Background: an optimization exercise with open tools, aiming at small area, a short achievable clock period and few clock cycles per item. Do not read the settings as production practice.
Only simulation tests tie the RTL to the original design; equivalence was not proved.

`config.mk`:
```
export PLATFORM = sky130hd
export DESIGN_NAME = ime_ks
export DESIGN_NICKNAME = ime_ks
export VERILOG_FILES = /design/flow/design.v
export SDC_FILE = /design/flow/constraint.sdc
export NUM_CORES = 8
export LEC_CHECK = 0
export ABC_CLOCK_PERIOD_IN_PS = 3200
export CAP_MARGIN = 20
export CORE_MARGIN = 2
export CORE_UTILIZATION = 55
export SETUP_SLACK_MARGIN = 4.8
export SLEW_MARGIN = 45
```
`constraint.sdc`:
```
create_clock -name core_clock -period 8.0 [get_ports {clk}]
set_input_delay 1.6000 -clock core_clock [delete_from_list [all_inputs] [get_ports {clk}]]
set_output_delay 1.6000 -clock core_clock [all_outputs]
set_load 0.01 [all_outputs]
```
`design.v`:
```
module ime_sbox_top (
  input  wire [7:0]  a,
  output wire [11:0] m
);
  wire U0 = a[7], U1 = a[6], U2 = a[5], U3 = a[4], U4 = a[3], U5 = a[2], U6 = a[1], U7 = a[0];
  wire T1, T2, T3, T4, T5, T6, T7, T8, T9, T10, T11, T12;
  wire T13, T14, T15, T16, T17, T18, T19, T20, T21, T22, T23, T24;
  wire T25, T26, T27, M1, M2, M3, M4, M5, M6, M7, M8, M9;
  wire M10, M11, M12, M13, M14, M15, M16, M17, M18, M19, M20, M21;
  wire M22, M23, M24, M25, M26, M27, M28, M29, M30, M31, M32, M33;
  wire M34, M35, M36, M37, M38, M39, M40;
  assign T1 = U0 ^ U3;
  assign T2 = U0 ^ U5;
  assign T3 = U0 ^ U6;
  assign T4 = U3 ^ U5;
  assign T5 = U4 ^ U6;
  assign T6 = T1 ^ T5;
  assign T7 = U1 ^ U2;
  assign T8 = U7 ^ T6;
  assign T9 = U7 ^ T7;
  assign T10 = T6 ^ T7;
  assign T11 = U1 ^ U5;
  assign T12 = U2 ^ U5;
  assign T13 = T3 ^ T4;
  assign T14 = T6 ^ T11;
  assign T15 = T5 ^ T11;
  assign T16 = T5 ^ T12;
  assign T17 = T9 ^ T16;
  assign T18 = U3 ^ U7;
  assign T19 = T7 ^ T18;
  assign T20 = T1 ^ T19;
  assign T21 = U6 ^ U7;
  assign T22 = T7 ^ T21;
  assign T23 = T2 ^ T22;
  assign T24 = T2 ^ T10;
  assign T25 = T20 ^ T17;
  assign T26 = T3 ^ T16;
  assign T27 = T1 ^ T12;
  assign M1 = T13 & T6;
  assign M2 = T23 & T8;
  assign M3 = T14 ^ M1;
  assign M4 = T19 & U7;
  assign M5 = M4 ^ M1;
  assign M6 = T3 & T16;
  assign M7 = T22 & T9;
  assign M8 = T26 ^ M6;
  assign M9 = T20 & T17;
  assign M10 = M9 ^ M6;
  assign M11 = T1 & T15;
  assign M12 = T4 & T27;
  assign M13 = M12 ^ M11;
  assign M14 = T2 & T10;
  assign M15 = M14 ^ M11;
  assign M16 = M3 ^ M2;
  assign M17 = M5 ^ T24;
  assign M18 = M8 ^ M7;
  assign M19 = M10 ^ M15;
  assign M20 = M16 ^ M13;
  assign M21 = M17 ^ M15;
  assign M22 = M18 ^ M13;
  assign M23 = M19 ^ T25;
  assign M24 = M22 ^ M23;
  assign M25 = M22 & M20;
  assign M26 = M21 ^ M25;
  assign M27 = M20 ^ M21;
  assign M28 = M23 ^ M25;
  assign M29 = M28 & M27;
  assign M30 = M26 & M24;
  assign M31 = M20 & M23;
  assign M32 = M27 & M31;
  assign M33 = M27 ^ M25;
  assign M34 = M21 & M22;
  assign M35 = M24 & M34;
  assign M36 = M24 ^ M25;
  assign M37 = M21 ^ M29;
  assign M38 = M32 ^ M33;
  assign M39 = M23 ^ M30;
  assign M40 = M35 ^ M36;
  assign m = {M37, M38, M39, M40, T1, T2, T3, T6, T8, T9, T16, T20};
endmodule
module ime_sbox_bot (
  input  wire [11:0] m,
  output wire [7:0]  y
);
  wire M37, M38, M39, M40, T1, T2, T3, T6, T8, T9, T16, T20;
  assign {M37, M38, M39, M40, T1, T2, T3, T6, T8, T9, T16, T20} = m;
  wire T4, T10, T13, T27, T15, T17, T19, T22, T23, U7;
  assign T4 = T1 ^ T2;
  assign T10 = T8 ^ T9;
  assign T13 = T4 ^ T3;
  assign T27 = T6 ^ T16;
  assign T15 = T10 ^ T27;
  assign T17 = T9 ^ T16;
  assign T19 = T1 ^ T20;
  assign T22 = T3 ^ T20;
  assign T23 = T22 ^ T2;
  assign U7 = T6 ^ T8;
  wire M41, M42, M43, M44, M45, M46, M47, M48, M49, M50, M51, M52;
  wire M53, M54, M55, M56, M57, M58, M59, M60, M61, M62, M63, L0;
  wire L1, L2, L3, L4, L5, L6, L7, L8, L9, L10, L11, L12;
  wire L13, L14, L15, L16, L17, L18, L19, L20, L21, L22, L23, L24;
  wire L25, L26, L27, L28, L29, S0, S1, S2, S3, S4, S5, S6;
  wire S7;
  assign M41 = M38 ^ M40;
  assign M42 = M37 ^ M39;
  assign M43 = M37 ^ M38;
  assign M44 = M39 ^ M40;
  assign M45 = M42 ^ M41;
  assign M46 = M44 & T6;
  assign M47 = M40 & T8;
  assign M48 = M39 & U7;
  assign M49 = M43 & T16;
  assign M50 = M38 & T9;
  assign M51 = M37 & T17;
  assign M52 = M42 & T15;
  assign M53 = M45 & T27;
  assign M54 = M41 & T10;
  assign M55 = M44 & T13;
  assign M56 = M40 & T23;
  assign M57 = M39 & T19;
  assign M58 = M43 & T3;
  assign M59 = M38 & T22;
  assign M60 = M37 & T20;
  assign M61 = M42 & T1;
  assign M62 = M45 & T4;
  assign M63 = M41 & T2;
  assign L0 = M61 ^ M62;
  assign L1 = M50 ^ M56;
  assign L2 = M46 ^ M48;
  assign L3 = M47 ^ M55;
  assign L4 = M54 ^ M58;
  assign L5 = M49 ^ M61;
  assign L6 = M62 ^ L5;
  assign L7 = M46 ^ L3;
  assign L8 = M51 ^ M59;
  assign L9 = M52 ^ M53;
  assign L10 = M53 ^ L4;
  assign L11 = M60 ^ L2;
  assign L12 = M48 ^ M51;
  assign L13 = M50 ^ L0;
  assign L14 = M52 ^ M61;
  assign L15 = M55 ^ L1;
  assign L16 = M56 ^ L0;
  assign L17 = M57 ^ L1;
  assign L18 = M58 ^ L8;
  assign L19 = M63 ^ L4;
  assign L20 = L0 ^ L1;
  assign L21 = L1 ^ L7;
  assign L22 = L3 ^ L12;
  assign L23 = L18 ^ L2;
  assign L24 = L15 ^ L9;
  assign L25 = L6 ^ L10;
  assign L26 = L7 ^ L9;
  assign L27 = L8 ^ L10;
  assign L28 = L11 ^ L14;
  assign L29 = L11 ^ L17;
  assign S0 = L6 ^ L24;
  assign S1 = ~(L16 ^ L26);
  assign S2 = ~(L19 ^ L28);
  assign S3 = L6 ^ L21;
  assign S4 = L20 ^ L22;
  assign S5 = L25 ^ L29;
  assign S6 = ~(L13 ^ L27);
  assign S7 = ~(L6 ^ L23);
  assign y = {S0, S1, S2, S3, S4, S5, S6, S7};
endmodule
module ime_ks (
  input  wire         clk,
  input  wire         rst,          
  input  wire         key_we,
  input  wire [2:0]   key_idx,
  input  wire [31:0]  key_wdata,
  input  wire         req_valid,
  output wire         req_ready,
  input  wire [15:0]  req_epoch,
  input  wire [2:0]   req_port,
  input  wire [28:0]  req_line,
  output wire         ks_valid,
  input  wire         ks_ready,
  output wire [1:0]   ks_blk,
  output wire [127:0] ks_data
);
  localparam U  = 7;            
  localparam QN = 5;            
  localparam QA = 3;            
  localparam TW = QA + 4;       
  genvar g, u;
  integer i;
  reg [255:0] key;
  reg  [7:0]  kw_en;               
  reg  [31:0] kw_data;
  wire        kw_we = |kw_en;
  integer     kwi;
  always @(posedge clk) begin
    kw_en   <= key_we ? (8'h80 >> key_idx) : 8'h00;
    kw_data <= key_wdata;
    for (kwi = 0; kwi < 8; kwi = kwi + 1)
      if (kw_en[7-kwi])
        key[255 - 32*kwi -: 32] <= kw_data;
  end
  function [7:0] xtime(input [7:0] b);
    xtime = {b[6:0], 1'b0} ^ (b[7] ? 8'h1b : 8'h00);
  endfunction
  function [31:0] mixcol(input [31:0] c);
    reg [7:0] a0, a1, a2, a3;
    begin
      a0 = c[31:24]; a1 = c[23:16]; a2 = c[15:8]; a3 = c[7:0];
      mixcol[31:24] = xtime(a0) ^ (xtime(a1) ^ a1) ^ a2 ^ a3;
      mixcol[23:16] = a0 ^ xtime(a1) ^ (xtime(a2) ^ a2) ^ a3;
      mixcol[15:8]  = a0 ^ a1 ^ xtime(a2) ^ (xtime(a3) ^ a3);
      mixcol[7:0]   = (xtime(a0) ^ a0) ^ a1 ^ a2 ^ xtime(a3);
    end
  endfunction
  function [127:0] mixcolumns(input [127:0] s);
    mixcolumns = {mixcol(s[127:96]), mixcol(s[95:64]), mixcol(s[63:32]), mixcol(s[31:0])};
  endfunction
  function [127:0] shiftrows(input [127:0] s);
    integer k;
    begin
      for (k = 0; k < 16; k = k + 1)
        shiftrows[127 - 8*k -: 8] = s[127 - 8*(((k/4 + k%4) % 4)*4 + k%4) -: 8];
    end
  endfunction
  function [127:0] kstep(input [127:0] old, input [31:0] t);
    reg [31:0] p0, p1, p2, p3;
    begin
      p0 = old[127:96];
      p1 = p0 ^ old[95:64];
      p2 = p1 ^ old[63:32];
      p3 = p2 ^ old[31:0];
      kstep = {p0 ^ t, p1 ^ t, p2 ^ t, p3 ^ t};
    end
  endfunction
  function [QA:0] pinc(input [QA:0] p);
    pinc = (p == 2*QN - 1) ? {(QA+1){1'b0}} : p + 1'b1;
  endfunction
  function [QA-1:0] pidx(input [QA:0] p);
    pidx = (p >= QN) ? p - QN : p;
  endfunction
  reg  [4:0]    ph;                  
  reg  [QA:0]   hd, tl;              
  reg  [QA:0]   el;                  
  reg  [1:0]    eb;                  
  reg  [1:0]    nb;                  
  reg           ov;                  
  reg  [1:0]    ob;
  reg           rdy;
  reg  [47:0]   q [0:QN-1];          
  reg  [127:0]  e_odd, e_even;       
  reg  [47:0]   kmid;                
  reg  [127:0]  r0 [0:U-1];
  reg  [191:0]  r1 [0:U-1];
  reg  [TW-1:0] t0 [0:U-1];          
  reg  [TW-1:0] t1 [0:U-1];
  reg  [127:0]  outr;
  wire [127:0]  rk [0:U-1];          
  wire [31:0] ksin = ph[1] ? e_even[31:0] : {e_odd[23:0], e_odd[31:24]};
  wire [47:0] kmid_n;
  wire [31:0] ksub;
  generate
    for (g = 0; g < 4; g = g + 1) begin : g_ksbox
      ime_sbox_top u_kt (.a(ksin[31 - 8*g -: 8]), .m(kmid_n[47 - 12*g -: 12]));
      ime_sbox_bot u_kb (.m(kmid[47 - 12*g -: 12]), .y(ksub[31 - 8*g -: 8]));
    end
  endgenerate
  wire [7:0]   rcon   = 8'h01 << ph[4:2];
  wire [31:0]  kt     = ph[1] ? (ksub ^ {rcon, 24'h0}) : ksub;
  wire         first  = (ph[4:2] == 3'd0);
  always @(posedge clk) begin
    kmid <= kmid_n;
    if (ph[1:0] == 2'd0)
      e_odd <= first ? key[127:0] : kstep(e_odd, kt);
    if (ph[1:0] == 2'd2)
      e_even <= kstep(first ? key[255:128] : e_even, kt);
  end
  generate
    for (u = 0; u < U; u = u + 1) begin : g_ku
      reg [127:0] kr;
      reg         ld;
      integer j;
      always @(*) begin
        ld = 1'b0;
        for (j = u + 1; j <= 14; j = j + U)
          if (ph == 2*j - 1) ld = 1'b1;
      end
      always @(posedge clk) begin
        if (ld)
          kr <= ph[1] ? e_even : e_odd;
      end
      assign rk[u] = kr;
    end
  endgenerate
  wire [127:0] nxt [0:U-1];
  wire [127:0] srl;
  generate
    for (u = 0; u < U; u = u + 1) begin : g_unit
      wire [191:0] m;
      wire [127:0] sb;
      for (g = 0; g < 16; g = g + 1) begin : g_sbox
        ime_sbox_top u_t (.a(r0[u][127 - 8*g -: 8]), .m(m[191 - 12*g -: 12]));
        ime_sbox_bot u_b (.m(r1[u][191 - 12*g -: 12]), .y(sb[127 - 8*g -: 8]));
      end
      wire [127:0] sr = shiftrows(sb);
      if (u == U - 1) begin : g_last
        assign srl = sr;
      end
      if (U == 14 && u == U - 1) begin : g_nomc
        assign nxt[u] = 128'd0;
      end else begin : g_mc
        assign nxt[u] = (u == U - 1) ? mixcolumns(sr) : mixcolumns(sr) ^ rk[u];
      end
      always @(posedge clk) begin
        r1[u] <= m;
      end
    end
  endgenerate
  wire [127:0] fin = srl ^ rk[U-1];    
  wire          win    = (ph < 2*U);                  
  reg           busy;                                 
  always @(*) begin
    busy = 1'b0;
    for (i = 0; i < U; i = i + 1)
      busy = busy | t0[i][TW-1] | t1[i][TW-1];
  end
  wire          entry  = win && (ph == 5'd0 || busy) && (el != tl);
  wire [47:0]   qctr   = q[pidx(el)];
  wire [127:0]  newblk = {qctr ^ key[255:208], key[207:130], key[129:128] ^ eb};
  wire          kill   = rst || key_we || kw_we;
  wire [TW-1:0] xt     = t1[U-1];                    
  wire          exit_v = win && xt[TW-1];
  wire          ofree  = !ov || ks_ready;
  wire          match  = exit_v && (xt[TW-2:2] == hd) && (xt[1:0] == nb);
  wire          take   = match && ofree;
  wire          fail   = match && !ofree;
  wire          retire = take && (xt[1:0] == 2'd3);
  wire          acc    = req_valid && rdy;
  wire [QA:0]   hd_n   = retire ? pinc(hd) : hd;
  wire [QA:0]   tl_n   = acc ? pinc(tl) : tl;
  wire [QA:0]   cnt_n  = (tl_n >= hd) ? tl_n - hd : tl_n + 2*QN - hd;
  always @(posedge clk) begin
    r0[0] <= (nxt[U-1] & {128{~entry}}) ^ (entry ? newblk : rk[U-1]);
    for (i = 1; i < U; i = i + 1)
      r0[i] <= nxt[i-1];
    if (kill) begin
      for (i = 0; i < U; i = i + 1) begin
        t0[i] <= {TW{1'b0}};
        t1[i] <= {TW{1'b0}};
      end
    end else begin
      t0[0] <= entry ? {1'b1, el, eb} : (win ? {TW{1'b0}} : t1[U-1]);
      for (i = 1; i < U; i = i + 1)
        t0[i] <= t1[i-1];
      for (i = 0; i < U; i = i + 1)
        t1[i] <= t0[i];
    end
  end
  always @(posedge clk) begin
    if (acc)
      q[pidx(tl)] <= {req_epoch, req_port, req_line};
    if (take) begin
      outr <= fin;
      ob   <= xt[1:0];
    end
  end
  always @(posedge clk) begin
    if (rst) begin
      ph  <= 5'd0;
      hd  <= {(QA+1){1'b0}};
      tl  <= {(QA+1){1'b0}};
      el  <= {(QA+1){1'b0}};
      eb  <= 2'd0;
      nb  <= 2'd0;
      ov  <= 1'b0;
      rdy <= 1'b1;
    end else begin
      if (!busy && !entry)
        ph <= 5'd0;
      else
        ph <= (ph == 5'd27) ? 5'd0 : ph + 5'd1;
      if (fail) begin
        el <= hd;
        eb <= nb;
      end else if (entry) begin
        eb <= eb + 2'd1;
        if (eb == 2'd3)
          el <= pinc(el);
      end
      if (take) begin
        ov <= 1'b1;
        nb <= nb + 2'd1;
      end else if (ks_ready) begin
        ov <= 1'b0;
      end
      hd  <= hd_n;
      tl  <= tl_n;
      rdy <= (cnt_n != QN);
    end
  end
  assign req_ready = rdy;
  assign ks_valid  = ov;
  assign ks_blk    = ob;
  assign ks_data   = outr;
endmodule
```
`flow/run.sh`:
```
#!/bin/bash
# Own flow: the standard layout (standard.sh) with three changes:
#  - synthesis runs flow/my_synth.tcl: the standard synthesis script with
#    Yosys's default ABC mapping script in place of ORFS's speed script
#    (same flip-flops and register names);
#  - after global placement, flow/near_pins.tcl moves the registers that
#    drive output ports next to those ports (ORFS's PRE_RESIZE hook);
#  - the detailed router gets more antenna repair iterations.
set -euo pipefail
W=$(pwd)
export PRE_RESIZE_TCL=$W/flow/near_pins.tcl
sed -e "s#SYNTH_SCRIPT=[^ ]*#SYNTH_SCRIPT=$W/flow/my_synth.tcl MAX_REPAIR_ANTENNAS_ITER_DRT=15#" standard.sh > own.sh
grep -q "SYNTH_SCRIPT=$W/flow/my_synth.tcl" own.sh
bash own.sh > layout.log 2>&1
```
`flow/my_synth.tcl`:
```
# The standard synthesis (synth_recipe.tcl, which runs ORFS's synth.tcl), with
# one change: the technology mapping uses Yosys's default ABC script (area
# oriented, with the clock period as delay target) instead of ORFS's speed
# script. Everything else, flip-flop mapping and register names included, is
# the standard synthesis.
proc abc {args} {
  set out {}
  set skip 0
  foreach a $args {
    if {$skip} { set skip 0; continue }
    if {$a eq "-script"} { set skip 1; continue }
    lappend out $a
  }
  yosys abc {*}$out
}
source [file join [file dirname [file normalize [info script]]] .. synth_recipe.tcl]
```
`flow/near_pins.tcl`:
```
# PRE_RESIZE hook (after global placement, before the first repair_design):
# put each flip-flop whose output drives only an output port's buffer on the
# spot of that buffer, next to the pin; detailed placement later legalizes it.
# These registers' paths to the outputs have the least slack, and the global
# placer leaves them near the logic that feeds them instead.
set block [ord::get_db_block]
set moved 0
foreach inst [$block getInsts] {
  if {![[$inst getMaster] isSequential]} continue
  set q [$inst findITerm Q]
  if {$q eq "NULL" || $q eq ""} continue
  set net [$q getNet]
  if {$net eq "NULL" || $net eq ""} continue
  set iterms [$net getITerms]
  if {[llength $iterms] != 2} continue
  foreach it $iterms {
    set other [$it getInst]
    if {[$other getName] eq [$inst getName]} continue
    if {![string match output* [$other getName]]} continue
    lassign [$other getLocation] x y
    $inst setLocation $x $y
    incr moved
  }
}
puts "near_pins: moved $moved flip-flops next to their output buffers"
```
`standard.sh`:
```
#!/bin/bash
# synth_recipe.tcl (not shown) runs the flow's synth.tcl, then flattens the netlist and writes it again
# the make line also repeats each setting of config.mk as NAME=value (left out here)
make -C /OpenROAD-flow-scripts/flow DESIGN_CONFIG=/design/flow/config.mk WORK_HOME=/design/flow/orfs CLKGATE_MAP_FILE= SYNTH_SCRIPT=/design/flow/synth_recipe.tcl "${@:-finish}"
```
==> summary.txt, run 1 <==
Layout area overhead: 20.17%
crit path to: ks_data[10]
clk buf depth: 4
worst r2r src: r1[6][178]
crit start category: register
Least-Margin Pin Slew: 0.9368 ns
post-route ant nets: 0
outcome: no timing/DRC/antenna violations
dpl cell area: 281900 µm²
Synth async-reset ratio: 0
max cap viols: 0
Final min period: 3.315 ns
via-per-instance ratio: 5.418
synth top area cells: xnor2_1 29%, edfxtp_1 20%, dfxtp_1 18%
top layer in use: met5
final hold vios: 0
Worst R2R End: r0[0][24]
Finished Core Util: 0.6621
CP max FO: 1
Die Wd: 701.2 µm
die area: 491700 µm²
Initial Util: 0.5510
Max transition margin: 0.3755
setup violators final: 0
Synth top cells by count: 8860 x xnor2_1, 5439 x xor2_1, 2746 x nand2_1
Die Height: 701.2 µm
WL met3: 95360 µm
library cells used by synthesis: 60
initial antenna violation count: 186
pre-CTS WS: 3.578 ns
fin. max-slew vios: 0
CTS tree: yes
Top Ports: 220
CTS H-tree depth: 5
count leader, synth: xnor2_1
Core Area: 485300 µm²
cell-by-cell trace of the critical path: buf_2
DRC Markers: 0
first-pass GRT wire length: 1276000 µm
GRT Overall Usage: 0.3639
clk slew on worst S/H paths: 0.07 ns
mean post-synth cell area: 10.28 µm²
total CTS buffers: 461
CP delay by family, top: flip-flops
initial DRC count: 20140
area share of the largest cell type after synthesis: 0.2902
min-delay src: t1[3][5]
GPL Wtd Cong: 0.9706
CTS sink cnt: 4227
Post-Route WL: 939100 µm
Clock Skew: 0.1476 ns
DRT Pass-1 Iters: 8
largest net degree at the start of global routing: 128
Most used DFF post-synth: dfxtp_1
nets@finish: 27850
synth warn: 9
met1 WL: 375100 µm
CP Depth: 1
kind of critical path: reg -> out
Hold WC Path Type: reg -> reg
mapped cell area: 267400 µm²
flop-to-flop setup slack: 4.69 ns
slowest stage delay, CP: 0.41 ns
Max Freq: 301.7 MHz
post-synth net total: 26350
post-synthesis sequential area ratio: 0.3830
post-DP HPWL: 702300 µm
# rows: 256
slowest library cell on the worst path: edfxtp_1
global route total overflow: 0
Synth Register Bits: 4227
routed wl met2: 411400 µm
Root Driver: clkbuf_16
vias in the first global route: 176100
DR vias: 188800
Worst Path Required: 6.40 ns
Synth area leader: xnor2_1
clock latency (worst-skew pair): 1.14 ns
CP Buf/Inv Count: 1
cells after synthesis: 26010
setup_tns: 0 ns
CP startpoint: outr[10]
IO buf count: 219
RSZ-0062 raised after global routing: yes
Final Instance Area: 321300 µm²
DR WL/cell: 26.94 µm
CP Capture Type: output port
EDFF count, synth: 1778
Worst Path Arrival: 1.71 ns
setup slack after layout: 4.685 ns
ratio of cells with drive above 1 in the final layout: 0.1572
Worst R2R Path Depth: 13
Tcrit/Tclk final: 0.4143
## layout make-up
cell class	count	area, µm²
Inverter	529	1996
Tap cell	6450	8070
Clock buffer	644	13310
Multi-Input combinational cell	20990	180100
Timing Repair Buffer	1295	11410
Fill cell	38660	164000
Antenna cell	490	1226
Sequential cell	4227	102700
Clock inverter	230	2452
## per-stage QoR
step,hold WS [ns],cells
6_report,0.4228,34850
5_1_grt,0.4402,34500
4_1_cts,0.4263,33850
3_5_place_dp,0.4111,32720
3_3_place_gp,0.4077,32710
2_1_floorplan,0.4057,26010
## cell usage in the layout (no fill, tap or decap), types with 38 or more instances in the layout
cell             instances
diode_2                490
and2_1                 296
clkbuf_16              491
xnor3_1                 71
nand4_1                 68
clkdlybuf4s50_1         87
nand2b_1                77
o21ai_0                346
inv_1                  526
nor2_1                1005
xor2_1                4835
xnor2_4                153
mux2i_1                178
buf_2                  117
clkinv_2                79
clkbuf_1                95
xnor2_2               1062
nand2_1               2729
edfxtp_1              1778
dfxtp_1               2271
dfxtp_2                140
a32o_1                  48
o22ai_1                 59
dfxtp_4                 38
xnor2_1               7662
or2_2                   74
buf_4                  929
xor2_4                 134
a21oi_1                645
a211oi_1                83
clkbuf_8                68
o21ai_1                 64
nor2b_1                 94
buf_12                  80
mux2_2                 103
xor2_2                 472
a31oi_1                 53
ha_1                   248
buf_6                   52
## registers in the layout, indices dropped and copies added (netlist names), 48 cells and up
name and count:
kmid 48, q 240, outr 128, t0 49, t1 49, r1 1344, r0 896, e_odd 128
key 256, e_even 128, g_ku.kr 896
## worst min-delay path by stage
| stage | to | slack [ns] | cells past startpoint |
|---|---|---|---|
| CTS | t0[3][1] | 0.43 | 1 |
| floorplan | t0[1][0] | 0.41 | 1 |
| finish | t0[4][5] | 0.42 | 1 |
| detailed placement | t1[2][2] | 0.41 | 1 |
| global placement | t1[4][1] | 0.41 | 1 |
| global route | t0[2][1] | 0.44 | 1 |
## per-layer routing
| metal | up-vias | global-route usage |
|---|---|---|
| met5 | - | 0 |
| met4 | 16 | 0.2193 |
| met3 | 1961 | 0.07647 |
| met2 | 9241 | 0.5411 |
| met1 | 91690 | 0.4873 |
| li1 | 85930 | - |
## logic make-up after synthesis
family,count (synthesis),share of synthesized area
DFF,4227,0.3830
and+or+nand+nor,4527,0.07077
adders and majority gates,255,0.01202
AOI/OAI and AO/OA,1419,0.02951
muxes,346,0.01359
buffers and inverters,793,0.01116
xor gates and xnor gates,14440,0.4799
## what timing repair did
item / in CTS / in global routing
setup endpoints to repair: 1384 / 1076
hold buffers: 0 / 0
pin swaps: 207 / 421
gates cloned: 6 / 12
resized for setup: 1621 / 1239
buffers inserted: 257 / 492
hold endpoints to repair: 0 / 0
Testbench counts, summed over its fixed seeds: cycles 3,232, items 384.
==> run 2: changes to the inputs <==
--- a/config.mk
+++ b/config.mk
@@ -9,5 +9,5 @@
 export CAP_MARGIN = 20
 export CORE_MARGIN = 2
-export CORE_UTILIZATION = 55
+export CORE_UTILIZATION = 62
 export SETUP_SLACK_MARGIN = 4.8
 export SLEW_MARGIN = 45
==> run 2 against run 1 <==
Effect of this change: still clean; via count up 1.4%; maximum frequency about the same; critical path type is now reg -> reg; critical endpoint is now r0[0][125]; largest cell class unchanged; highest routed layer unchanged.
==> summary.txt, run 2 <==
final hold vios: 0 (unchanged)
post-synth net total: 26350 (unchanged)
# fillers: 30430 (was 38660)
initial DRC count: 20740 (was 20140)
synth warn: 9 (unchanged)
GPL Wtd Cong: 1.013 (was 0.9706)
Synth top cells by count: 8860 x xnor2_1, 5439 x xor2_1, 2746 x nand2_1 (unchanged)
Largest Register: r1 (unchanged)
max cap viols: 0 (unchanged)
count leader, synth: xnor2_1 (unchanged)
DR vias: 191500 (was 188800)
# rows: 241 (was 256)
vias in the first global route: 178400 (was 176100)
CP Capture Type: register (was output port)
IO buf count: 219 (unchanged)
pre-CTS WS: 3.616 ns (was 3.578 ns)
clock latency (worst-skew pair): 1.09 ns (was 1.14 ns)
initial antenna violation count: 176 (was 186)
largest net degree at the start of global routing: 116 (was 128)
Layout area overhead: 19.24% (was 20.17%)
worst r2r src: r1[6][128] (was r1[6][178])
area share of the largest cell type after synthesis: 0.2902 (unchanged)
min-delay src: t1[2][2] (was t1[3][5])
Least-Margin Pin Slew: 1.078 ns (was 0.9368 ns)
total CTS buffers: 452 (was 461)
clk buf depth: 4 (unchanged)
global route total overflow: 0 (unchanged)
CP startpoint: r1[6][128] (was outr[10])
Finished Core Util: 0.7415 (was 0.6621)
first-pass GRT wire length: 1259000 µm (was 1276000 µm)
dpl cell area: 280500 µm² (was 281900 µm²)
setup violators final: 0 (unchanged)
post-DP HPWL: 678100 µm (was 702300 µm)
post-synthesis sequential area ratio: 0.3830 (unchanged)
CTS tree: yes (unchanged)
fin. max-slew vios: 0 (unchanged)
cells after synthesis: 26010 (unchanged)
Worst R2R Path Depth: 11 (was 13)
Core Area: 430000 µm² (was 485300 µm²)
Max transition margin: 0.2789 (was 0.3755)
Max Freq: 302.0 MHz (was 301.7 MHz)
mapped cell area: 267400 µm² (unchanged)
Hold Path Cell Cnt: 1 (unchanged)
post-route ant nets: 0 (unchanged)
cell-by-cell trace of the critical path: xor2_2, xor2_1, and2b_2, xor3_2, xor2_4, buf_4, xnor2_4, xor2_4, xor2_1, xnor2_2, o21ai_1 (was buf_2)
setup slack after layout: 4.688 ns (was 4.685 ns)
Initial Util: 0.6218 (was 0.5510)
mean post-synth cell area: 10.28 µm² (unchanged)
nets@finish: 27750 (was 27850)
ratio of cells with drive above 1 in the final layout: 0.1515 (was 0.1572)
Hold WC Path Type: reg -> reg (unchanged)
CP Buf/Inv Count: 1 (unchanged)
commonest non-fill, non-tap cells in the layout: 7647 x xnor2_1, 4921 x xor2_1, 2729 x nand2_1 (was 7662 x xnor2_1, 4835 x xor2_1, 2729 x nand2_1)
DRC Markers: 0 (unchanged)
CTS H-tree depth: 5 (unchanged)
Clock Skew: 0.1139 ns (was 0.1476 ns)
DRT Pass-1 Iters: 8 (unchanged)
outcome: no timing/DRC/antenna violations (unchanged)
Root Driver: clkbuf_16 (unchanged)
biggest regs: r1 (1344), g_ku.kr (896), r0 (896) (unchanged)
CP max FO: 4 (was 1)
Post-Route WL: 919800 µm (was 939100 µm)
synth top area cells: xnor2_1 29%, edfxtp_1 20%, dfxtp_1 18% (unchanged)
Final Instance Area: 318800 µm² (was 321300 µm²)
Top Ports: 220 (unchanged)
CP delay by family, top: XOR/XNOR gates (was flip-flops)
DR WL/cell: 26.97 µm (was 26.94 µm)
slowest library cell on the worst path: xor3_2 (was edfxtp_1)
GRT Overall Usage: 0.4033 (was 0.3639)
Most used DFF post-synth: dfxtp_1 (unchanged)
via-per-instance ratio: 5.615 (was 5.418)
Final min period: 3.312 ns (was 3.315 ns)
clk slew on worst S/H paths: 0.07 ns (about the same)
Die Wd: 660.7 µm (was 701.2 µm)
commonest non-fill, non-tap cell in the layout: xnor2_1 (unchanged)
Die Height: 660.7 µm (was 701.2 µm)
crit start category: register (unchanged)
library cells used by synthesis: 60 (unchanged)
RSZ-0062 raised after global routing: yes (unchanged)
Worst Path Arrival: 4.25 ns (was 1.71 ns)
Tcrit/Tclk final: 0.4140 (was 0.4143)
kind of critical path: reg -> reg (was reg -> out)
Synth Register Bits: 4227 (unchanged)
Synth async-reset ratio: 0 (unchanged)
slowest stage delay, CP: 0.45 ns (was 0.41 ns)
setup_tns: 0 ns (unchanged)
CP Depth: 11 (was 1)
die area: 436500 µm² (was 491700 µm²)
EDFF count, synth: 1778 (unchanged)
max reg flops: 1344 (unchanged)
Worst Path Required: 8.94 ns (was 6.40 ns)
CTS Hold Bufs: 0 (unchanged)
Synth area leader: xnor2_1 (unchanged)
CTS sink cnt: 4227 (unchanged)
## run 2: per-layer routing
layer | global-route usage | routed length (µm) | vias to the layer above
met3 | 0.1210 | 108800 | 2542
met4 | 0.3034 | 71430 | 18
li1 | - | - | 86050
met5 | 0 | 391 | -
met2 | 0.5957 | 401800 | 11020
met1 | 0.4967 | 337300 | 91840
## run 2: final timing paths
| check | end | slack, ns |
|---|---|---|
| setup / recovery | r0[0][125] | 4.69 |
| hold reg to reg | t0[3][2] | 0.41 |
| hold / removal | t0[3][2] | 0.41 |
| setup reg to reg | r0[0][125] | 4.69 |
## run 2: logic make-up (layout without fill, tap and decap cells)
logic type | Yosys count | after routing | synth area share
multiplexers | 346 | 346 | 0.01359
flip-flops | 4227 | 4227 | 0.3830
XOR/XNOR | 14440 | 14440 | 0.4799
adder cells (fa/ha/maj) | 255 | 255 | 0.01202
buffers and inverters | 793 | 2597 | 0.01116
other | 0 | 577 | 0
AND/OR/NAND/NOR | 4527 | 4529 | 0.07077
AO/OA/AOI/OAI | 1419 | 1420 | 0.02951
## run 2: area by class of cell
type,count,area [µm²],area share
Timing Repair Buffer,1212,10520,0.03300
Multi-Input combinational cell,20990,179100,0.5617
Sequential cell,4227,102700,0.3221
Inverter,529,1997,0.006263
Antenna cell,577,1444,0.004529
Clock inverter,237,2635,0.008265
Tap cell,5710,7144,0.02241
Clock buffer,619,13290,0.04168
## run 2: timing repair
| item | in CTS | in global routing |
|---|---|---|
| pin swaps | 199 | 394 |
| cloned | 15 | 8 |
| resized for setup | 1559 | 1160 |
| setup endpoints to repair | 1722 | 1023 |
| setup buffers | 246 | 451 |
## run 2: metrics by stage
step	cells	hold slack [ns]
after floorplan	26010	0.4057
after global placement	31930	0.4088
after detailed placement	31950	0.4119
after CTS	33060	0.4279
after global routing	33720	0.4336
final	34100	0.4144
==> run 3: changes to the inputs <==
--- a/config.mk
+++ b/config.mk
@@ -9,5 +9,7 @@
 export CAP_MARGIN = 20
 export CORE_MARGIN = 2
-export CORE_UTILIZATION = 62
+export CORE_UTILIZATION = 55
+export CTS_CLUSTER_DIAMETER = 60
+export CTS_CLUSTER_SIZE = 30
 export SETUP_SLACK_MARGIN = 4.8
 export SLEW_MARGIN = 45
==> run 3 against run 2 <==
Effect of this change: maximum frequency down 0.93%; largest cell class unchanged; synthesized area is the same; synthesized cell count unchanged; global-route usage fell by 4.0 points; hold slack gained 0.013 ns; die area grew 13%; sequential share of layout area down 0.14 points; routed wire length up 1.7%; still clean on timing, DRC and antenna; sequential cell count unchanged.
==> summary.txt, run 3 <==
Synth area leader: xnor2_1 (unchanged)
die area: 491700 µm² (was 436500 µm²)
Core Area: 485300 µm² (was 430000 µm²)
Initial Util: 0.5510 (was 0.6218)
CP delay by family, top: XOR/XNOR gates (unchanged)
CP Capture Type: register (unchanged)
vias in the first global route: 175200 (was 178400)
initial DRC count: 20140 (was 20740)
slowest library cell on the worst path: xnor2_2 (was xor3_2)
# rows: 256 (was 241)
slowest stage delay, CP: 0.49 ns (was 0.45 ns)
mapped cell area: 267400 µm² (unchanged)
Root Driver: clkbuf_16 (unchanged)
post-route ant nets: 0 (unchanged)
synth top area cells: xnor2_1 29%, edfxtp_1 20%, dfxtp_1 18% (unchanged)
Max Freq: 299.2 MHz (was 302.0 MHz)
Max transition margin: 0.3889 (was 0.2789)
Tcrit/Tclk final: 0.4178 (was 0.4140)
RSZ-0062 raised after global routing: yes (unchanged)
fin. max-slew vios: 0 (unchanged)
# fillers: 38700 (was 30430)
flop-to-flop setup slack: 4.66 ns (was 4.69 ns)
cells after synthesis: 26010 (unchanged)
clk slew on worst S/H paths: 0.08 ns (was 0.07 ns)
pre-CTS WS: 3.578 ns (was 3.616 ns)
setup violators final: 0 (unchanged)
GPL Wtd Cong: 0.9706 (was 1.013)
post-synthesis sequential area ratio: 0.3830 (unchanged)
Top Ports: 220 (unchanged)
Hold WC Path Type: reg -> reg (unchanged)
CTS tree: yes (unchanged)
kind of critical path: reg -> reg (unchanged)
synth warn: 9 (unchanged)
Worst Path Required: 8.96 ns (was 8.94 ns)
IO buf count: 219 (unchanged)
first-pass GRT wire length: 1274000 µm (was 1259000 µm)
Worst R2R Path Depth: 14 (was 11)
GRT Overall Usage: 0.3637 (was 0.4033)
Synth Register Bits: 4227 (unchanged)
CTS sink cnt: 4227 (unchanged)
cell-by-cell trace of the critical path: xor2_4, xor2_1, buf_4, and2_4, xor3_2, xor2_4, xnor2_2, buf_6, buf_12, buf_4, xnor2_1, xnor2_1, xnor2_2, a21oi_1 (was xor2_2, xor2_1, and2b_2, xor3_2, xor2_4, buf_4, xnor2_4, xor2_4, xor2_1, xnor2_2, o21ai_1)
Worst Path Arrival: 4.30 ns (was 4.25 ns)
count leader, synth: xnor2_1 (unchanged)
DRT Pass-1 Iters: 6 (was 8)
commonest non-fill, non-tap cell in the layout: xnor2_1 (unchanged)
biggest regs: r1 (1344), g_ku.kr (896), r0 (896) (unchanged)
Min-Delay Endpoint: t0[3][1] (was t0[3][2])
Die Wd: 701.2 µm (was 660.7 µm)
ratio of cells with drive above 1 in the final layout: 0.1565 (was 0.1515)
Clock Skew: 0.1227 ns (was 0.1139 ns)
Post-Route WL: 935600 µm (was 919800 µm)
commonest non-fill, non-tap cells in the layout: 7659 x xnor2_1, 4850 x xor2_1, 2731 x nand2_1 (was 7647 x xnor2_1, 4921 x xor2_1, 2729 x nand2_1)
largest net degree at the start of global routing: 128 (was 116)
post-synth net total: 26350 (unchanged)
CTS H-tree depth: 5 (unchanged)
Hold Slack: 0.4272 ns (was 0.4144 ns)
via-per-instance ratio: 5.440 (was 5.615)
Least-Margin Pin Slew: 0.9100 ns (was 1.078 ns)
Synth top cells by count: 8860 x xnor2_1, 5439 x xor2_1, 2746 x nand2_1 (unchanged)
max reg flops: 1344 (unchanged)
final hold vios: 0 (unchanged)
Final Instance Area: 320300 µm² (was 318800 µm²)
EDFF count, synth: 1778 (unchanged)
Die Height: 701.2 µm (was 660.7 µm)
Worst R2R End: r0[0][95] (was r0[0][125])
min-delay src: t1[2][1] (was t1[2][2])
max cap viols: 0 (unchanged)
nets@finish: 27770 (was 27750)
area share of the largest cell type after synthesis: 0.2902 (unchanged)
Synth async-reset ratio: 0 (unchanged)
Largest Register: r1 (unchanged)
DRC Markers: 0 (unchanged)
mean post-synth cell area: 10.28 µm² (unchanged)
total CTS buffers: 425 (was 452)
global route total overflow: 0 (unchanged)
initial antenna violation count: 184 (was 176)
Final min period: 3.343 ns (was 3.312 ns)
setup_tns: 0 ns (unchanged)
Hold Path Cell Cnt: 1 (unchanged)
CP Buf/Inv Count: 4 (was 1)
Layout area overhead: 19.79% (was 19.24%)
worst r2r src: r1[6][152] (was r1[6][128])
DR WL/cell: 26.93 µm (was 26.97 µm)
clk buf depth: 4 (unchanged)
crit start category: register (unchanged)
post-DP HPWL: 702300 µm (was 678100 µm)
library cells used by synthesis: 60 (unchanged)
CP max FO: 5 (was 4)
outcome: no timing/DRC/antenna violations (unchanged)
setup slack after layout: 4.657 ns (was 4.688 ns)
Most used DFF post-synth: dfxtp_1 (unchanged)
clock latency (worst-skew pair): 1.12 ns (was 1.09 ns)
CTS Hold Bufs: 0 (unchanged)
dpl cell area: 281900 µm² (was 280500 µm²)
DR vias: 189000 (was 191500)
## run 3: cell counts after synthesis
No cell type changed its count.
## run 3: through the flow
step                      cells    util
final                     34740  0.6601
after global routing      34370  0.6582
after CTS                 33770  0.6317
after detailed placement  32720  0.5809
after global placement    32710  0.5761
after floorplan           26010       -
## run 3: final cells by class
cell class	count	area, µm²	area share
Tap cell	6450	8070	0.02520
Timing Repair Buffer	1254	10890	0.03401
Clock inverter	345	4695	0.01466
Inverter	529	1993	0.006223
Antenna cell	485	1214	0.003789
Sequential cell	4227	102700	0.3207
Clock buffer	461	11040	0.03447
Multi-Input combinational cell	20990	179700	0.5609
## run 3: layer usage
| metal | vias up | GRT usage | wire length (µm) |
|---|---|---|---|
| li1 | 85870 | - | - |
| met1 | 91860 | 0.4896 | 375000 |
| met2 | 9335 | 0.5414 | 409700 |
| met3 | 1891 | 0.07575 | 95150 |
| met4 | 24 | 0.2125 | 55530 |
| met5 | - | 0 | 248 |
## run 3: worst max-delay path by stage
stage                     slack (ns)        end  cells past startpoint        from
final                           4.66  r0[0][95]                     14  r1[6][152]
after global routing            4.52  r0[0][68]                     11  r1[6][139]
after CTS                       4.62  r0[0][68]                     11  r1[6][139]
after detailed placement        3.58        rdy                     11   req_valid
after global placement          3.41        rdy                     11   req_valid
after floorplan                 1.56      nb[1]                      5    ks_ready
## run 3: logic make-up after synthesis
family	after synthesis	synth area share
AOI/OAI and AO/OA	1419	0.02951
xor gates and xnor gates	14440	0.4799
adders and majority gates	255	0.01202
buffers and inverters	793	0.01116
DFF	4227	0.3830
muxes	346	0.01359
and+or+nand+nor	4527	0.07077
## run 3: timing repair
item | 4_1_cts | 5_1_grt
resized for setup | 1573 | 1214
buffers inserted | 239 | 475
pin swaps | 199 | 417
setup endpoints to repair | 1266 | 1105
gates cloned | 9 | 4
==> run 4: changes to the inputs <==
--- a/config.mk
+++ b/config.mk
@@ -10,6 +10,6 @@
 export CORE_MARGIN = 2
 export CORE_UTILIZATION = 55
-export CTS_CLUSTER_DIAMETER = 60
-export CTS_CLUSTER_SIZE = 30
+export CTS_CLUSTER_DIAMETER = 80
+export CTS_CLUSTER_SIZE = 20
 export SETUP_SLACK_MARGIN = 4.8
 export SLEW_MARGIN = 45
==> run 4 against run 3 <==
Effect of this change: still clean on timing, DRC and antenna; sequential cell count stayed put; first-iteration DRC count is 1.3% lower; utilization is 0.97 points lower; design area is 1.5% lower; clock-buffer cell count is 60 lower; final cell count is 0.69% lower; setup slack better by 0.021 ns; critical endpoint is now r0[0][73].
==> summary.txt, run 4 <==
outcome: no timing/DRC/antenna violations (unchanged)
commonest non-fill, non-tap cells in the layout: 7632 x xnor2_1, 4834 x xor2_1, 2731 x nand2_1 (was 7659 x xnor2_1, 4850 x xor2_1, 2731 x nand2_1)
Largest Register: r1 (unchanged)
initial DRC count: 19870 (was 20140)
met1 WL: 375200 µm (was 375000 µm)
Final min period: 3.322 ns (was 3.343 ns)
area of the multi-input gates: 180500 µm² (was 179700 µm²)
Tcrit/Tclk final: 0.4152 (was 0.4178)
CP Capture Type: register (unchanged)
post-DP HPWL: 702300 µm (unchanged)
post-synth net total: 26350 (unchanged)
slowest stage delay, CP: 0.46 ns (was 0.49 ns)
mapped cell area: 267400 µm² (unchanged)
CTS tree: yes (unchanged)
Layout area overhead: 18.03% (was 19.79%)
CP delay by family, top: XOR/XNOR gates (unchanged)
top layer in use: met5 (unchanged)
post-route ant nets: 0 (unchanged)
Synth area leader: xnor2_1 (unchanged)
Max Freq: 301.0 MHz (was 299.2 MHz)
ratio of cells with drive above 1 in the final layout: 0.1490 (was 0.1565)
DR WL/cell: 27.04 µm (was 26.93 µm)
Finished Core Util: 0.6503 (was 0.6601)
Least-Margin Pin Slew: 0.9265 ns (was 0.9100 ns)
cells after synthesis: 26010 (unchanged)
biggest regs: r1 (1344), g_ku.kr (896), r0 (896) (unchanged)
Initial Util: 0.5510 (unchanged)
crit start category: register (unchanged)
kind of critical path: reg -> reg (unchanged)
total CTS buffers: 292 (was 425)
initial antenna violation count: 183 (was 184)
CP Buf/Inv Count: 2 (was 4)
GRT Overall Usage: 0.3624 (was 0.3637)
Most used DFF post-synth: dfxtp_1 (unchanged)
IO buf count: 219 (unchanged)
commonest non-fill, non-tap cell in the layout: xnor2_1 (unchanged)
vias in the first global route: 174000 (was 175200)
mean post-synth cell area: 10.28 µm² (unchanged)
DRC Markers: 0 (unchanged)
Final Instance Area: 315600 µm² (was 320300 µm²)
count leader, synth: xnor2_1 (unchanged)
CTS sink cnt: 4227 (unchanged)
GPL Wtd Cong: 0.9706 (unchanged)
Die Wd: 701.2 µm (unchanged)
fin. max-slew vios: 0 (unchanged)
Post-Route WL: 933000 µm (was 935600 µm)
clk buf depth: 4 (unchanged)
Synth top cells by count: 8860 x xnor2_1, 5439 x xor2_1, 2746 x nand2_1 (unchanged)
Top Ports: 220 (unchanged)
area share of the largest cell type after synthesis: 0.2902 (unchanged)
synth warn: 9 (unchanged)
max reg flops: 1344 (unchanged)
Hold WC Path Type: reg -> reg (unchanged)
CTS H-tree depth: 5 (unchanged)
Synth Register Bits: 4227 (unchanged)
clock latency (worst-skew pair): 1.05 ns (was 1.12 ns)
Core Area: 485300 µm² (unchanged)
# fillers: 39080 (was 38700)
Worst Path Arrival: 4.22 ns (was 4.30 ns)
routed wl met2: 410400 µm (was 409700 µm)
# rows: 256 (unchanged)
Storage cell area: 102800 µm² (was 102700 µm²)
max cap viols: 0 (unchanged)
slowest library cell on the worst path: dfxtp_1 (was xnor2_2)
setup_tns: 0 ns (unchanged)
via-per-instance ratio: 5.423 (was 5.440)
setup violators final: 0 (unchanged)
Max transition margin: 0.3823 (was 0.3889)
EDFF count, synth: 1778 (unchanged)
DRT Pass-1 Iters: 6 (unchanged)
DR vias: 187100 (was 189000)
synth top area cells: xnor2_1 29%, edfxtp_1 20%, dfxtp_1 18% (unchanged)
Synth async-reset ratio: 0 (unchanged)
Clock Skew: 0.09457 ns (was 0.1227 ns)
global route total overflow: 0 (unchanged)
Worst Path Required: 8.90 ns (was 8.96 ns)
nets@finish: 27680 (was 27770)
RSZ-0062 raised after global routing: yes (unchanged)
post-synthesis sequential area ratio: 0.3830 (unchanged)
cell-by-cell trace of the critical path: xor2_1, nand2_1, xor2_2, xnor2_1, xor2_1, xnor3_2, buf_4, xor2_4, buf_4, xor2_4, xnor2_4, o21ai_0 (was xor2_4, xor2_1, buf_4, and2_4, xor3_2, xor2_4, xnor2_2, buf_6, buf_12, buf_4, xnor2_1, xnor2_1, xnor2_2, a21oi_1)
die area: 491700 µm² (unchanged)
CP max FO: 3 (was 5)
Root Driver: clkbuf_16 (unchanged)
CTS Hold Bufs: 0 (unchanged)
library cells used by synthesis: 60 (unchanged)
WL met3: 92160 µm (was 95150 µm)
largest net degree at the start of global routing: 128 (unchanged)
first-pass GRT wire length: 1269000 µm (was 1274000 µm)
Die Height: 701.2 µm (unchanged)
clk slew on worst S/H paths: 0.09 ns (was 0.08 ns)
dpl cell area: 281900 µm² (unchanged)
final hold vios: 0 (unchanged)
==> run 4: cell counts after synthesis <==
No cell type changed its count.
==> run 4: worst reg2reg max path, delay by kind of cell (launching register included) <==
| family | cells | cell delay [ns] |
|---|---|---|
| and+or+nand+nor | 1 | 0.14 |
| buffers and inverters | 2 | 0.36 |
| xor gates and xnor gates | 8 | 2.08 |
| AOI/OAI and AO/OA | 1 | 0.13 |
| DFF | 1 | 0.46 |
==> run 4: layout make-up <==
cell class | instances | share of cell area
Tap cell | 6450 | 0.02557
Clock inverter | 132 | 0.005091
Clock buffer | 401 | 0.02552
Inverter | 529 | 0.006324
Sequential cell | 4227 | 0.3256
Timing Repair Buffer | 1301 | 0.03626
Multi-Input combinational cell | 20990 | 0.5719
Antenna cell | 470 | 0.003727
==> run 4: kinds of logic (layout without fill, tap and decap cells) <==
group | Yosys count | count (layout) | synth area share
xor gates and xnor gates | 14440 | 14440 | 0.4799
AOI/OAI and AO/OA | 1419 | 1420 | 0.02951
DFF | 4227 | 4227 | 0.3830
adders and majority gates | 255 | 255 | 0.01202
and+or+nand+nor | 4527 | 4528 | 0.07077
buffers and inverters | 793 | 2363 | 0.01116
other | 0 | 470 | 0
muxes | 346 | 346 | 0.01359
==> run 4: worst paths after layout <==
kind / slack (ns) / from / to / depth (start not counted)
max reg2reg: 4.68 / r1[6][75] / r0[0][73] / 12
min: 0.42 / t0[6][0] / t1[6][0] / 1
min reg2reg: 0.42 / t0[6][0] / t1[6][0] / 1
max: 4.68 / r1[6][75] / r0[0][73] / 12
==> run 4: through the flow <==
stage	cells	setup slack [ns]	hold slack [ns]
after floorplan	26010	1.564	0.4057
after global placement	32710	3.415	0.4077
after detailed placement	32720	3.578	0.4111
after CTS	33510	4.700	0.4215
after global routing	34140	4.624	0.4366
final	34500	4.678	0.4198
==> run 4: metal layers <==
layer | vias up | GRT usage
met2 | 8883 | 0.5432
li1 | 85430 | -
met1 | 90940 | 0.4889
met4 | 16 | 0.2085
met3 | 1804 | 0.07075
met5 | - | 0
==> run 4: repair_timing <==
action | in CTS | in global routing
endpoints found under the setup margin | 1270 | 1027
setup buffers | 252 | 503
resized for setup | 1653 | 1248
gates cloned | 6 | 13
pin swaps | 215 | 438
==> run 5: changes to the inputs <==
--- a/config.mk
+++ b/config.mk
@@ -6,5 +6,5 @@
 export NUM_CORES = 8
 export LEC_CHECK = 0
-export ABC_CLOCK_PERIOD_IN_PS = 3200
+export ABC_CLOCK_PERIOD_IN_PS = 3000
 export CAP_MARGIN = 20
 export CORE_MARGIN = 2
@@ -12,4 +12,4 @@
 export CTS_CLUSTER_DIAMETER = 80
 export CTS_CLUSTER_SIZE = 20
-export SETUP_SLACK_MARGIN = 4.8
+export SETUP_SLACK_MARGIN = 5
 export SLEW_MARGIN = 45
==> run 5 against run 4 <==
Effect of this change: still clean; maximum frequency rose by 2.0%; die area is 0.24% higher; setup slack better by 0.066 ns; sequential share of layout area fell by 2.1 points; via count is 3.3% higher; critical path depth shrank 11; synthesized cell count is the same.
==> summary.txt, run 5 <==
CP startpoint: outr[10] (was r1[6][75])
Core Area: 485600 µm² (was 485300 µm²)
post-synth net total: 26350 (unchanged)
synth warn: 9 (unchanged)
CP max FO: 1 (was 3)
largest net degree at the start of global routing: 117 (was 128)
Synth area leader: xnor2_1 (unchanged)
clock latency (worst-skew pair): 1.06 ns (was 1.05 ns)
flop-to-flop setup slack: 4.75 ns (was 4.68 ns)
initial antenna violation count: 182 (was 183)
Die Height: 702.1 µm (was 701.2 µm)
Synth top cells by count: 8806 x xnor2_1, 5423 x xor2_1, 2746 x nand2_1 (was 8860 x xnor2_1, 5439 x xor2_1, 2746 x nand2_1)
pre-CTS WS: 3.676 ns (was 3.578 ns)
Max Freq: 307.2 MHz (was 301.0 MHz)
cell-by-cell trace of the critical path: buf_2 (was xor2_1, nand2_1, xor2_2, xnor2_1, xor2_1, xnor3_2, buf_4, xor2_4, buf_4, xor2_4, xnor2_4, o21ai_0)
CTS Hold Bufs: 0 (unchanged)
DR WL/cell: 27.55 µm (was 27.04 µm)
Clock Skew: 0.1055 ns (was 0.09457 ns)
mean post-synth cell area: 10.31 µm² (was 10.28 µm²)
Die Wd: 702.1 µm (was 701.2 µm)
CTS sink cnt: 4227 (unchanged)
DRC Markers: 0 (unchanged)
worst r2r src: r1[6][128] (was r1[6][75])
Min-Delay Endpoint: t1[5][0] (was t1[6][0])
CTS tree: yes (unchanged)
Worst R2R Path Depth: 13 (was 12)
max reg flops: 1344 (unchanged)
via-per-instance ratio: 5.470 (was 5.423)
Worst Path Required: 6.40 ns (was 8.90 ns)
Least-Margin Pin Slew: 1.102 ns (was 0.9265 ns)
total CTS buffers: 287 (was 292)
Final Instance Area: 339500 µm² (was 315600 µm²)
Tcrit/Tclk final: 0.4069 (was 0.4152)
DR vias: 193200 (was 187100)
CTS H-tree depth: 5 (unchanged)
EDFF count, synth: 1778 (unchanged)
initial DRC count: 20600 (was 19870)
max cap viols: 0 (unchanged)
setup violators final: 0 (unchanged)
nets@finish: 28490 (was 27680)
IO buf count: 219 (unchanged)
commonest non-fill, non-tap cell in the layout: xnor2_1 (unchanged)
setup_tns: 0 ns (unchanged)
clk slew on worst S/H paths: 0.09 ns (about the same)
Hold Path Cell Cnt: 1 (unchanged)
DRT Pass-1 Iters: 9 (was 6)
Final min period: 3.255 ns (was 3.322 ns)
Synth Register Bits: 4227 (unchanged)
first-pass GRT wire length: 1310000 µm (was 1269000 µm)
Top Ports: 220 (unchanged)
Worst R2R End: r0[0][103] (was r0[0][73])
area share of the largest cell type after synthesis: 0.2878 (was 0.2902)
CP Capture Type: output port (was register)
global route total overflow: 0 (unchanged)
mapped cell area: 268000 µm² (was 267400 µm²)
# rows: 256 (unchanged)
Max transition margin: 0.2603 (was 0.3823)
vias in the first global route: 178900 (was 174000)
Initial Util: 0.5520 (was 0.5510)
Hold WC Path Type: reg -> reg (unchanged)
Worst Path Arrival: 1.66 ns (was 4.22 ns)
library cells used by synthesis: 65 (was 60)
crit start category: register (unchanged)
biggest regs: r1 (1344), g_ku.kr (896), r0 (896) (unchanged)
Layout area overhead: 26.67% (was 18.03%)
fin. max-slew vios: 0 (unchanged)
CP delay by family, top: flip-flops (was XOR/XNOR gates)
Largest Register: r1 (unchanged)
Post-Route WL: 972800 µm (was 933000 µm)
final hold vios: 0 (unchanged)
cells after synthesis: 26010 (unchanged)
GPL Wtd Cong: 0.9937 (was 0.9706)
post-DP HPWL: 698300 µm (was 702300 µm)
min-delay src: t0[5][0] (was t0[6][0])
slowest stage delay, CP: 0.42 ns (was 0.46 ns)
synth top area cells: xnor2_1 29%, edfxtp_1 20%, dfxtp_1 18% (unchanged)
setup slack after layout: 4.745 ns (was 4.678 ns)
Most used DFF post-synth: dfxtp_1 (unchanged)
Synth async-reset ratio: 0 (unchanged)
post-route ant nets: 0 (unchanged)
ratio of cells with drive above 1 in the final layout: 0.2409 (was 0.1490)
clk buf depth: 4 (unchanged)
count leader, synth: xnor2_1 (unchanged)
outcome: no timing/DRC/antenna violations (unchanged)
dpl cell area: 282200 µm² (was 281900 µm²)
Root Driver: clkbuf_16 (unchanged)
kind of critical path: reg -> out (was reg -> reg)
commonest non-fill, non-tap cells in the layout: 6759 x xnor2_1, 4288 x xor2_1, 2702 x nand2_1 (was 7632 x xnor2_1, 4834 x xor2_1, 2731 x nand2_1)
slowest library cell on the worst path: edfxtp_1 (was dfxtp_1)
CP Buf/Inv Count: 1 (was 2)
RSZ-0062 raised after global routing: yes (unchanged)
post-synthesis sequential area ratio: 0.3821 (was 0.3830)
GRT Overall Usage: 0.3738 (was 0.3624)
die area: 492900 µm² (was 491700 µm²)
## run 5: worst max path at each step
stage / to / depth (start not counted)
after CTS: ks_data[10] / 1
after detailed placement: rdy / 11
final: ks_data[10] / 1
after global routing: e_odd[23] / 12
after global placement: r0[0][65] / 10
after floorplan: nb[1] / 5
## run 5: per-stage QoR
step,util,hold WS [ns],cells
floorplan,-,0.4057,26010
global placement,0.5758,0.4080,32640
detailed placement,0.5811,0.4109,32640
CTS,0.6478,0.4278,33980
global route,0.6975,0.4337,34980
finish,0.6992,0.4196,35310
## run 5: kinds of logic after synthesis
| family | after synthesis | share of synthesized area |
|---|---|---|
| AO/OA/AOI/OAI | 1419 | 0.02945 |
| XOR/XNOR | 14440 | 0.4811 |
| adder cells (fa/ha/maj) | 255 | 0.01199 |
| buffers and inverters | 793 | 0.01114 |
| flip-flops | 4227 | 0.3821 |
| multiplexers | 346 | 0.01356 |
| AND/OR/NAND/NOR | 4527 | 0.07062 |
## run 5: routing by layer
layer | routed length (µm) | GRT usage
met1 | 374400 | 0.4918
met2 | 427200 | 0.5544
met4 | 69220 | 0.2460
met5 | 503 | 0
met3 | 101400 | 0.08169
## run 5: cell type report
cell class | count | area, µm²
multi-input cells | 20990 | 196300
clock inverters | 118 | 1438
diodes | 481 | 1204
inverters | 529 | 1998
fillers | 35840 | 146100
flip-flops and latches | 4227 | 103400
clock buffers | 401 | 8006
well taps | 6450 | 8070
repair buffers | 2119 | 19140
## run 5: repair_timing
item                       4_1_cts  5_1_grt
setup endpoints to repair     2038     2036
gates cloned                    18        5
buffers inserted               802      843
resized for setup             2880     2552
pin swaps                      713     1093
==> run 6: changes to the inputs <==
--- a/config.mk
+++ b/config.mk
@@ -6,5 +6,5 @@
 export NUM_CORES = 8
 export LEC_CHECK = 0
-export ABC_CLOCK_PERIOD_IN_PS = 3000
+export ABC_CLOCK_PERIOD_IN_PS = 3300
 export CAP_MARGIN = 20
 export CORE_MARGIN = 2
@@ -12,4 +12,4 @@
 export CTS_CLUSTER_DIAMETER = 80
 export CTS_CLUSTER_SIZE = 20
-export SETUP_SLACK_MARGIN = 5
+export SETUP_SLACK_MARGIN = 4.7
 export SLEW_MARGIN = 45
==> run 6 against run 5 <==
Effect of this change: sequential share of layout area increased by 2.9 points; via count decreased by 3.8%; critical path type is now reg -> reg; still clean; clock-buffer cell count increased by 10; synthesized area decreased by 0.27%; utilization decreased by 6.5 points; largest cell class unchanged; design area decreased by 9.4%; global-route usage decreased by 0.96 points; highest routed layer unchanged; hold slack improved by 0.0070 ns; final cell count decreased by 3.3%.
==> summary.txt, run 6 <==
total CTS buffers: 285 (was 287)
Largest Register: r1 (unchanged)
Layout area overhead: 15.03% (was 26.67%)
vias in the first global route: 173200 (was 178900)
GR Util met2: 0.5414 (was 0.5544)
# fillers: 39870 (was 35840)
fin. max-slew vios: 0 (unchanged)
commonest non-fill, non-tap cells in the layout: 7863 x xnor2_1, 5024 x xor2_1, 2735 x nand2_1 (was 6759 x xnor2_1, 4288 x xor2_1, 2702 x nand2_1)
largest net degree at the start of global routing: 129 (was 117)
Top Ports: 220 (unchanged)
outcome: no timing/DRC/antenna violations (unchanged)
post-route ant nets: 0 (unchanged)
clk slew on worst S/H paths: 0.09 ns (about the same)
commonest non-fill, non-tap cell in the layout: xnor2_1 (unchanged)
CTS tree: yes (unchanged)
final hold vios: 0 (unchanged)
Post-Route WL: 931200 µm (was 972800 µm)
post-DP HPWL: 703400 µm (was 698300 µm)
Final min period: 3.378 ns (was 3.255 ns)
kind of critical path: reg -> reg (was reg -> out)
Least-Margin Pin Slew: 0.9729 ns (was 1.102 ns)
count leader, synth: xnor2_1 (unchanged)
DR vias: 185900 (was 193200)
synth top area cells: xnor2_1 29%, edfxtp_1 20%, dfxtp_1 18% (unchanged)
Clock Skew: 0.1541 ns (was 0.1055 ns)
clk buf depth: 4 (unchanged)
biggest regs: r1 (1344), g_ku.kr (896), r0 (896) (unchanged)
# rows: 256 (unchanged)
Worst Path Required: 9.02 ns (was 6.40 ns)
nets@finish: 27360 (was 28490)
Synth top cells by count: 8868 x xnor2_1, 5439 x xor2_1, 2746 x nand2_1 (was 8806 x xnor2_1, 5423 x xor2_1, 2746 x nand2_1)
Synth Register Bits: 4227 (unchanged)
Synth async-reset ratio: 0 (unchanged)
post-synth net total: 26350 (unchanged)
area share of the largest cell type after synthesis: 0.2906 (was 0.2878)
synth warn: 9 (unchanged)
ratio of cells with drive above 1 in the final layout: 0.1172 (was 0.2409)
cells after synthesis: 26010 (unchanged)
CP max FO: 4 (was 1)
CTS sink cnt: 4227 (unchanged)
setup_tns: 0 ns (unchanged)
CTS H-tree depth: 5 (unchanged)
via-per-instance ratio: 5.445 (was 5.470)
Initial Util: 0.5512 (was 0.5520)
setup violators final: 0 (unchanged)
global route total overflow: 0 (unchanged)
CTS Hold Bufs: 0 (unchanged)
GPL Wtd Cong: 0.9886 (was 0.9937)
mapped cell area: 267300 µm² (was 268000 µm²)
dpl cell area: 281900 µm² (was 282200 µm²)
mean post-synth cell area: 10.28 µm² (was 10.31 µm²)
GRT Max-Usage Layer: met2 (unchanged)
Storage cell area: 102600 µm² (was 103400 µm²)
Die Wd: 701.2 µm (was 702.1 µm)
Hold WC Path Type: reg -> reg (unchanged)
Die Height: 701.2 µm (was 702.1 µm)
met1 Track Usage GR: 0.4850 (was 0.4918)
area of the multi-input gates: 175700 µm² (was 196300 µm²)
max cap viols: 0 (unchanged)
Max transition margin: 0.3445 (was 0.2603)
post-synthesis sequential area ratio: 0.3831 (was 0.3821)
Worst Path Arrival: 4.40 ns (was 1.66 ns)
DRC Markers: 0 (unchanged)
Root Driver: clkbuf_16 (unchanged)
first-pass GRT wire length: 1275000 µm (was 1310000 µm)
IO buf count: 219 (unchanged)
Tcrit/Tclk final: 0.4222 (was 0.4069)
max reg flops: 1344 (unchanged)
Synth area leader: xnor2_1 (unchanged)
Max Freq: 296.1 MHz (was 307.2 MHz)
Final Instance Area: 307500 µm² (was 339500 µm²)
RSZ-0062 raised after global routing: yes (unchanged)
CP Capture Type: register (was output port)
die area: 491600 µm² (was 492900 µm²)
DR WL/cell: 27.28 µm (was 27.55 µm)
DRT Pass-1 Iters: 6 (was 9)
GRT Overall Usage: 0.3642 (was 0.3738)
Most used DFF post-synth: dfxtp_1 (unchanged)
EDFF count, synth: 1778 (unchanged)
initial antenna violation count: 180 (was 182)
clock latency (worst-skew pair): 1.09 ns (was 1.06 ns)
library cells used by synthesis: 61 (was 65)
GR Util met3: 0.07987 (was 0.08169)
Core Area: 484900 µm² (was 485600 µm²)
initial DRC count: 20950 (was 20600)
crit start category: register (unchanged)
[run 6: final timing paths]
check                  start   endpoint  slack, ns  cells after the start
setup reg to reg  r1[6][105]  r0[0][56]       4.62                     10
hold reg to reg     t0[4][2]   t1[4][2]       0.43                      1
setup / recovery  r1[6][105]  r0[0][56]       4.62                     10
hold / removal      t0[4][2]   t1[4][2]       0.43                      1
[run 6: repair_timing]
action / in CTS / in global routing
setup buffers: 139 / 318
setup endpoints to repair: 949 / 775
cloned: 4 / 5
resized for setup: 1146 / 911
pin swaps: 108 / 245
hold endpoints to repair: 0 / 0
[run 6: per-layer routing]
layer,vias to the layer above,share of wire
met2,9106,0.44
li1,84850,-
met4,12,0.061
met1,90170,0.40
met5,-,0.00050
met3,1766,0.10
[run 6: layout make-up]
cell class / count / share of cell area
Multi-Input combinational cell: 20990 / 0.5713
Sequential cell: 4227 / 0.3337
Timing Repair Buffer: 984 / 0.02816
Tap cell: 6450 / 0.02625
Clock buffer: 411 / 0.02620
Inverter: 529 / 0.006482
Clock inverter: 107 / 0.004289
Antenna cell: 447 / 0.003638
[run 6: cell families after synthesis]
| kind of cell | Yosys count | share of synthesized area |
|---|---|---|
| fa+ha+maj | 255 | 0.01202 |
| xor+xnor | 14440 | 0.4798 |
| compound gates | 1419 | 0.02952 |
| mux | 346 | 0.01360 |
| flops | 4227 | 0.3831 |
| simple gates | 4527 | 0.07079 |
| buf+inv | 793 | 0.01115 |
[run 6: worst max-delay path, cell delays in order, from the launching register on]
cell     delay, ns
dfxtp_1       0.44
xnor2_1       0.11
or2_2         0.32
xor2_1        0.29
xnor2_1       0.13
xnor2_1       0.37
xnor2_4       0.27
xnor2_1       0.18
xnor2_1       0.64
xnor2_1       0.32
o21ai_0       0.25
[run 6: through the flow]
step / hold slack [ns] / std cells / worst slack [ns] / utilization
floorplan: 0.4057 / 26010 / 1.564 / -
global placement: 0.4083 / 32690 / 3.185 / 0.5758
detailed placement: 0.4115 / 32710 / 3.516 / 0.5813
CTS: 0.4325 / 33370 / 4.523 / 0.6126
global route: 0.4413 / 33860 / 4.559 / 0.6326
finish: 0.4266 / 34140 / 4.622 / 0.6340

[separate check: timing with driven ports]
No port has a modelled driver above. Below, the same layouts with a new extraction and two added sets of constraints.
Step 1 (the two cells are an assumption about what drives the block):
set clk [get_ports {clk}]
set_driving_cell -lib_cell sky130_fd_sc_hd__clkbuf_16 $clk
set_driving_cell -lib_cell sky130_fd_sc_hd__buf_2 [delete_from_list [all_inputs] $clk]
Step 2 adds t to the input delays and takes it off the output delays; t is the mean of the earliest and latest rising clock arrival at the registers after step 1. Input paths then give back, and output paths get back, about the clock's delay inside the block.
Three values: ideal ports, drivers, drivers and shift; two values: the first two.
| run | t (ns) | slack for setup (ns) | hold slack, ns | worst slew at a driven data input, ns |
|---|---|---|---|---|
| run 1 | 1.186 | 4.685 / 4.561 / 3.937 | 0.423 / 0.423 / 0.423 | 0.12 |
| run 2 | 1.153 | 4.688 / 4.602 / 3.918 | 0.414 / 0.414 / 0.414 | 0.13 |
| run 3 | 1.190 | 4.657 / 4.580 / 3.917 | 0.427 / 0.427 / 0.427 | 0.11 |
| run 4 | 1.139 | 4.678 / 4.622 / 3.956 | 0.420 / 0.420 / 0.420 | 0.11 |
| run 5 | 1.134 | 4.745 / 4.622 / 4.056 | 0.420 / 0.420 / 0.420 | 0.15 |
| run 6 | 1.140 | 4.622 / 4.600 / 3.891 | 0.427 / 0.427 / 0.427 | 0.10 |
After both steps every run listed still meets setup and hold. The setup slack of run 2, which loses most, moves by -0.086 ns with the drivers and by -0.770 ns with both steps.
